What follows belongs to an exercise in optimizing a design on an open flow for small area, a short achievable clock period and few clock cycles per item; a production flow would make more cautious choices.
The RTL was checked by simulation tests, not by an equivalence proof against the original design.
No activity file was given, so power comes from the tool's default toggle rates.

<file path="flow/run.sh">
#!/bin/bash
# synth_recipe.tcl (not shown) runs the flow's synth.tcl, then flattens the netlist and writes it again
# the make line also repeats each setting of config.mk as NAME=value (left out here)
make -C /OpenROAD-flow-scripts/flow DESIGN_CONFIG=/design/flow/config.mk WORK_HOME=/design/flow/orfs CLKGATE_MAP_FILE= SYNTH_SCRIPT=/design/flow/synth_recipe.tcl finish
</file>
<file path="flow/config.mk">
export PLATFORM = sky130hd
export DESIGN_NAME = exact_sum
export DESIGN_NICKNAME = exact_sum
export VERILOG_FILES = /design/flow/design.v
export SDC_FILE = /design/flow/constraint.sdc
export NUM_CORES = 8
export LEC_CHECK = 0
export CAP_MARGIN = 20
export CORE_MARGIN = 2
export CORE_UTILIZATION = 40
export SLEW_MARGIN = 20
</file>
<file path="flow/constraint.sdc">
create_clock -name core_clock -period 15.0 [get_ports {clk}]
set_input_delay 3.0000 -clock core_clock [delete_from_list [all_inputs] [get_ports {clk}]]
set_output_delay 3.0000 -clock core_clock [all_outputs]
set_load 0.01 [all_outputs]
</file>
<file path="flow/design.v">
module exact_sum (
    input  wire        clk,
    input  wire        rst,
    input  wire        in_valid,
    output wire        in_ready,
    input  wire [31:0] in_data,
    input  wire [1:0]  in_dtype,
    input  wire        in_last,
    output wire        out_valid,
    input  wire        out_ready,
    output wire [31:0] out_data
);
    localparam ACC_W = 320;
    localparam [2:0] S_ACC  = 3'd0;   
    localparam [2:0] S_ABS  = 3'd1;   
    localparam [2:0] S_NORM = 3'd2;   
    localparam [2:0] S_RND  = 3'd3;   
    localparam [2:0] S_OUT  = 3'd4;   
    reg [2:0]        state;
    reg [ACC_W-1:0]  acc;
    reg              f_nan, f_pinf, f_ninf;
    reg              res_neg;
    reg [1:0]        set_dtype;
    reg [8:0]        rpos;
    reg              rzero;
    reg [31:0]       out_reg;
    assign in_ready  = (state == S_ACC);
    assign out_valid = (state == S_OUT);
    assign out_data  = out_reg;
    reg        e_sign;
    reg [7:0]  e_exp;
    reg [22:0] e_frac;
    reg        e_exp_max;
    reg [8:0]  e_shift;
    reg [23:0] e_mant;
    reg        e_is_nan, e_is_inf;
    always @(*) begin
        case (in_dtype)
            2'd1: begin  
                e_sign    = in_data[15];
                e_exp     = in_data[14:7];
                e_frac    = {in_data[6:0], 16'd0};
                e_exp_max = (in_data[14:7] == 8'hFF);
            end
            2'd2: begin  
                e_sign    = in_data[15];
                e_exp     = {3'd0, in_data[14:10]};
                e_frac    = {in_data[9:0], 13'd0};
                e_exp_max = (in_data[14:10] == 5'h1F);
            end
            default: begin  
                e_sign    = in_data[31];
                e_exp     = in_data[30:23];
                e_frac    = in_data[22:0];
                e_exp_max = (in_data[30:23] == 8'hFF);
            end
        endcase
        e_is_nan = e_exp_max && (e_frac != 23'd0);
        e_is_inf = e_exp_max && (e_frac == 23'd0);
        e_mant = {(e_exp != 8'd0), e_frac};
        case (in_dtype)
            2'd1:    e_shift = {1'b0, (e_exp == 8'd0) ? 8'd1 : e_exp} - 9'd1;
            2'd2:    e_shift = {1'b0, (e_exp == 8'd0) ? 8'd1 : e_exp} + 9'd111;
            default: e_shift = {1'b0, (e_exp == 8'd0) ? 8'd1 : e_exp} - 9'd1;
        endcase
    end
    wire [ACC_W-1:0] aligned = {{(ACC_W-24){1'b0}}, e_mant} << e_shift;
    wire [ACC_W-1:0] addend  = e_sign ? (~aligned + 1'b1) : aligned;
    reg [4:0] p_m;       
    reg [8:0] p_k0;      
    reg [7:0] p_emax;    
    always @(*) begin
        case (set_dtype)
            2'd1:    begin p_m = 5'd7;  p_k0 = 9'd16;  p_emax = 8'hFF; end
            2'd2:    begin p_m = 5'd10; p_k0 = 9'd125; p_emax = 8'h1F; end
            default: begin p_m = 5'd23; p_k0 = 9'd0;   p_emax = 8'hFF; end
        endcase
    end
    reg [8:0] lead;
    reg       mag_zero;
    integer   i;
    always @(*) begin
        lead     = 9'd0;
        mag_zero = 1'b1;
        for (i = 0; i < ACC_W; i = i + 1) begin
            if (acc[i]) begin
                lead     = i[8:0];
                mag_zero = 1'b0;
            end
        end
    end
    wire [9:0] lead_m = {1'b0, lead} - {5'd0, p_m};
    wire [8:0] rpos_n = (lead < ({4'd0, p_m} + p_k0)) ? p_k0 : lead_m[8:0];
    wire [ACC_W:0] ext     = {acc, 1'b0};
    wire [ACC_W:0] shifted = ext >> rpos;
    wire [ACC_W:0] lowmask = ~({(ACC_W+1){1'b1}} << rpos);
    wire [24:0]    kept    = shifted[25:1];
    wire           guard   = shifted[0];
    wire           sticky  = |(ext & lowmask);
    wire           rnd_up  = guard & (sticky | kept[0]);
    wire [25:0]    rounded = {1'b0, kept} + {25'd0, rnd_up};
    wire [9:0]  rexp    = {1'b0, rpos} - {1'b0, p_k0};
    wire [40:0] packed_v = ({31'd0, rexp} << p_m) + {15'd0, rounded};
    wire [40:0] inf_v    = {33'd0, p_emax} << p_m;
    wire        ovf      = (packed_v >= inf_v);
    reg [31:0] result;
    always @(*) begin
        case (set_dtype)
            2'd1: begin  
                if (f_nan || (f_pinf && f_ninf)) result = 32'h0000_7FC0;
                else if (f_pinf)                 result = 32'h0000_7F80;
                else if (f_ninf)                 result = 32'h0000_FF80;
                else if (rzero)                  result = 32'h0000_0000;
                else if (ovf)                    result = {16'd0, res_neg, 15'h7F80};
                else                             result = {16'd0, res_neg, packed_v[14:0]};
            end
            2'd2: begin  
                if (f_nan || (f_pinf && f_ninf)) result = 32'h0000_7E00;
                else if (f_pinf)                 result = 32'h0000_7C00;
                else if (f_ninf)                 result = 32'h0000_FC00;
                else if (rzero)                  result = 32'h0000_0000;
                else if (ovf)                    result = {16'd0, res_neg, 15'h7C00};
                else                             result = {16'd0, res_neg, packed_v[14:0]};
            end
            default: begin  
                if (f_nan || (f_pinf && f_ninf)) result = 32'h7FC0_0000;
                else if (f_pinf)                 result = 32'h7F80_0000;
                else if (f_ninf)                 result = 32'hFF80_0000;
                else if (rzero)                  result = 32'h0000_0000;
                else if (ovf)                    result = {res_neg, 31'h7F80_0000};
                else                             result = {res_neg, packed_v[30:0]};
            end
        endcase
    end
    always @(posedge clk) begin
        if (rst) begin
            state     <= S_ACC;
            acc       <= {ACC_W{1'b0}};
            f_nan     <= 1'b0;
            f_pinf    <= 1'b0;
            f_ninf    <= 1'b0;
            res_neg   <= 1'b0;
            set_dtype <= 2'd0;
            rpos      <= 9'd0;
            rzero     <= 1'b0;
            out_reg   <= 32'd0;
        end else begin
            case (state)
                S_ACC: begin
                    if (in_valid) begin
                        if (e_is_nan)
                            f_nan <= 1'b1;
                        else if (e_is_inf && e_sign)
                            f_ninf <= 1'b1;
                        else if (e_is_inf)
                            f_pinf <= 1'b1;
                        else
                            acc <= acc + addend;
                        set_dtype <= in_dtype;
                        if (in_last)
                            state <= S_ABS;
                    end
                end
                S_ABS: begin
                    res_neg <= acc[ACC_W-1];
                    if (acc[ACC_W-1])
                        acc <= ~acc + 1'b1;
                    state <= S_NORM;
                end
                S_NORM: begin
                    rpos  <= rpos_n;
                    rzero <= mag_zero;
                    state <= S_RND;
                end
                S_RND: begin
                    out_reg <= result;
                    state   <= S_OUT;
                end
                S_OUT: begin
                    if (out_ready) begin
                        acc    <= {ACC_W{1'b0}};
                        f_nan  <= 1'b0;
                        f_pinf <= 1'b0;
                        f_ninf <= 1'b0;
                        state  <= S_ACC;
                    end
                end
                default: state <= S_ACC;
            endcase
        end
    end
endmodule
</file>
==> notes.md <==
## final timing paths
path / start / end / slack [ns] / cells past startpoint
max: in_dtype[0] / acc[301]$_SDFFE_PP0P_ / 0.53 / 65
min: out_reg[22]$_SDFFE_PP0P_ / out_reg[22]$_SDFFE_PP0P_ / 0.45 / 2
max reg2reg: rpos[1]$_SDFFE_PP0N_ / out_reg[15]$_SDFFE_PP0P_ / 2.79 / 42
min reg2reg: out_reg[22]$_SDFFE_PP0P_ / out_reg[22]$_SDFFE_PP0P_ / 0.45 / 2
## layout make-up
class,count,area (um^2),area share
inverter,276,1056,0.008988
clock inverter,35,396.6,0.003376
timing repair buffer,3262,25290,0.2152
tap,2975,3722,0.03168
antenna,93,232.7,0.001981
multi-input combinational,11658,77850,0.6626
clock buffer,67,1493,0.01270
sequential,371,7456,0.06346
## power by group
group          leakage (nW)  internal (mW)  switching (mW)
sequential             3.06           1.24           0.580
clock                 0.918          0.800           0.659
combinational          45.8           9.56            15.3
total                  49.7           11.6            16.6
## per-stage QoR
step	cells	instance area, um^2	util	setup TNS, ns	power, mW
2_1_floorplan	13476	89440	-	0	12.95
3_3_place_gp	18502	113800	0.5120	-80.01	24.65
3_5_place_dp	18503	113800	0.5121	-87.68	24.66
4_1_cts	18611	116100	0.5223	-0.01805	26.25
5_1_grt	18658	117300	0.5276	0	28.69
6_report	18737	117500	0.5285	0	28.17
## cell families after synthesis
group / count (synthesis) / share of synthesized area
other: 2 / 0.00008401
AO/OA/AOI/OAI: 4434 / 0.3082
AND/OR/NAND/NOR: 5365 / 0.2745
flip-flops: 371 / 0.08309
XOR/XNOR: 556 / 0.05456
adder cells (fa/ha/maj): 413 / 0.05784
buffers and inverters: 1448 / 0.06332
multiplexers: 873 / 0.1584
## what timing repair did
action / CTS / global route
resized for setup: 74 / 174
setup buffers: 6 / 28
setup endpoints to repair: 53 / 52
cloned: 0 / 1
pin swaps: 17 / 80
## worst max-delay path, delay by kind of cell
| kind | cells | cell delay, ns |
|---|---|---|
| buf+inv | 21 | 3.41 |
| xor+xnor | 3 | 0.51 |
| fa+ha+maj | 3 | 0.71 |
| compound gates | 22 | 4.59 |
| simple gates | 16 | 2.75 |
## metal layers
layer | up-vias | wire, um | GRT usage
li1 | 54508 | - | -
met1 | 61542 | 232400 | 0.6413
met2 | 11885 | 255500 | 0.7677
met3 | 3680 | 113500 | 0.3001
met4 | 78 | 79440 | 0.5101
met5 | - | 1553 | 0.03466
## placed cells by master (no fill, tap or decap), types with 37 or more instances in the layout
cell / count
xnor2_1: 363
a211oi_1: 332
clkdlybuf4s50_1: 69
a221oi_1: 37
nand4_1: 222
o21ai_1: 42
clkbuf_16: 56
nand2_1: 1908
o21bai_1: 134
a31oi_1: 163
mux2i_1: 359
nor2_1: 1518
xor2_1: 172
nand3_1: 395
and3_1: 107
buf_4: 3134
o31ai_1: 118
or3_1: 59
a21o_1: 224
or4_1: 54
nor2b_1: 80
o21a_1: 71
and2_1: 116
mux4_2: 423
a21oi_1: 1386
a22oi_1: 117
o32ai_1: 38
nor4_1: 228
or2_2: 70
inv_1: 266
mux2_2: 80
dfxtp_1: 362
o21ai_0: 1020
diode_2: 93
o22ai_1: 129
ha_1: 403
nand2b_1: 86
buf_12: 46
o211ai_1: 90
nor3_1: 323
==> flow_metrics.env <==
export IMPL_vias_per_cell=7.028
export IMPL_outcome="no timing/DRC/antenna violations"
export IMPL_synth_edf_count=0
export IMPL_areaGrowthSynthToFinish_pct=31.43
export IMPL_drc=0
export IMPL_fmax_ghz=0.06913
export IMPL_antenna_found_initial=95
export IMPL_yosysMostFrequentCell="nand2_1"
export IMPL_yosysSeqAreaShare=0.08309
export IMPL_antenna_left=0
export IMPL_syn_area_per_cell_um2=6.640
export IMPL_n_fill_cell=22715
export IMPL_yosys_register_bits=371
export IMPL_port_buffers=72
export IMPL_finClkSkew_ns=0.09306
export IMPL_grt_total_usage=0.5695
export IMPL_cpMostUsedCell="buf_4"
export IMPL_hold_violations=0
export IMPL_cts_sinks=371
export IMPL_synth_distinct_cells=116
export IMPL_core_mm2=0.2223
export IMPL_powerDensity_mw_per_mm2=239.7
export IMPL_drt_total_wl_mm=682.4
export IMPL_rsz0062_at_grt="false"
export IMPL_drv_cap=0
export IMPL_peakVddDrop_v=0.0001286
export IMPL_die_x_um=476.7
export IMPL_drive_above_1_share=0.2677
export IMPL_ys_warn_count=1
export IMPL_post_place_ws_ns=-2.262
export IMPL_initial_utilization=0.4021
export IMPL_slowest_stage="o41ai_2"
export IMPL_num_io_pins=73
export IMPL_synth_main_ff_cell="dfxtp_1"
export IMPL_syn_inst=13462
export IMPL_leakagePower_nw=49.74
export IMPL_num_vias=131693
export IMPL_dr_first_iter_drc_count=24214
export IMPL_cts_buffers_inserted=55
export IMPL_clockBufferDepth=3
export IMPL_syn_area_mm2=0.08939
export IMPL_drt_pass1_iterations=14
export IMPL_grt_pass1_vias=119231
export IMPL_globalRouteOverflowTotal=0
export IMPL_clockRootBuffer="clkbuf_16"
export IMPL_grt_pass1_wl_mm=931.4
export IMPL_slew_viol_final=0
export IMPL_setup_viol=0
export IMPL_rows=173
export IMPL_hold_ws_ns=0.4495
export IMPL_cts_reportedPaths_clkPinSlew_ns=0.07
export IMPL_nets=16074
export IMPL_die_y_um=476.7
export IMPL_yosys_top_cells_area="mux4_2, dfxtp_1, nand2_1"
export IMPL_cts_tree="built"
export IMPL_cpPeakStageDelay_ns=0.45
export IMPL_largest_reg_flops=320
export IMPL_clk_latency_ns=0.78
export IMPL_postCtsHoldBufs=0
export IMPL_finalCriticalPeriod_ns=14.47
export IMPL_wl_per_cell_um=36.42
export IMPL_place_gp_congestion=1.204
export IMPL_synth_top_cell_by_area="mux4_2"
export IMPL_grt_max_degree=151
export IMPL_dieArea_mm2=0.2273
export IMPL_hpwl_mm=540.4
export IMPL_yosys_area_top_type_share=0.1063
export IMPL_synthArstFlopShare=0
export IMPL_tightestPinTransition_ns=1.411
export IMPL_crit_path_max_fanout=8
export IMPL_fin_ws_ns=0.5349
export IMPL_timing_final_crit_share=0.9643
export IMPL_cts_htree_levels=2
export IMPL_crit_type="primary input to flop"
export IMPL_synth_common_cells="nand2_1, nor2_1, a21oi_1"
export IMPL_crit_required_ns=15.61
export IMPL_worstPathArrival_ns=15.07
export IMPL_critPathLaunchType="primary input"
export IMPL_max_slew_margin=0.05230
export IMPL_end_kind="flop"
export IMPL_worstHoldPathType="flop to flop"
Testbench counts, summed over its fixed seeds: cycles 40,678, items 32,678.

port drivers added, routing unchanged:
The results above use ideal ports. As a check the final layout listed here was re-extracted and re-timed, cells and wires unchanged. Step 1, drivers: a clkbuf_16 drives clk and a buf_2 each remaining input, both assumed. Step 2 times the ports against the registers' clock, not the clock port: input delays grow and output delays shrink by t, the midpoint of the rising clock arrivals with the driver on. a / b / c = ideal ports / drivers / drivers and shift; a / b = the first two.
shift t [ns]: 0.837
setup slack, ns: 0.535 / 0.613 / -0.223
cell pins on the clock port's net: 1
Met with ideal ports but missed after step 2: setup timing in this run. For this run, drivers alone change the setup slack by +0.078 ns; drivers and shift together by -0.758 ns.
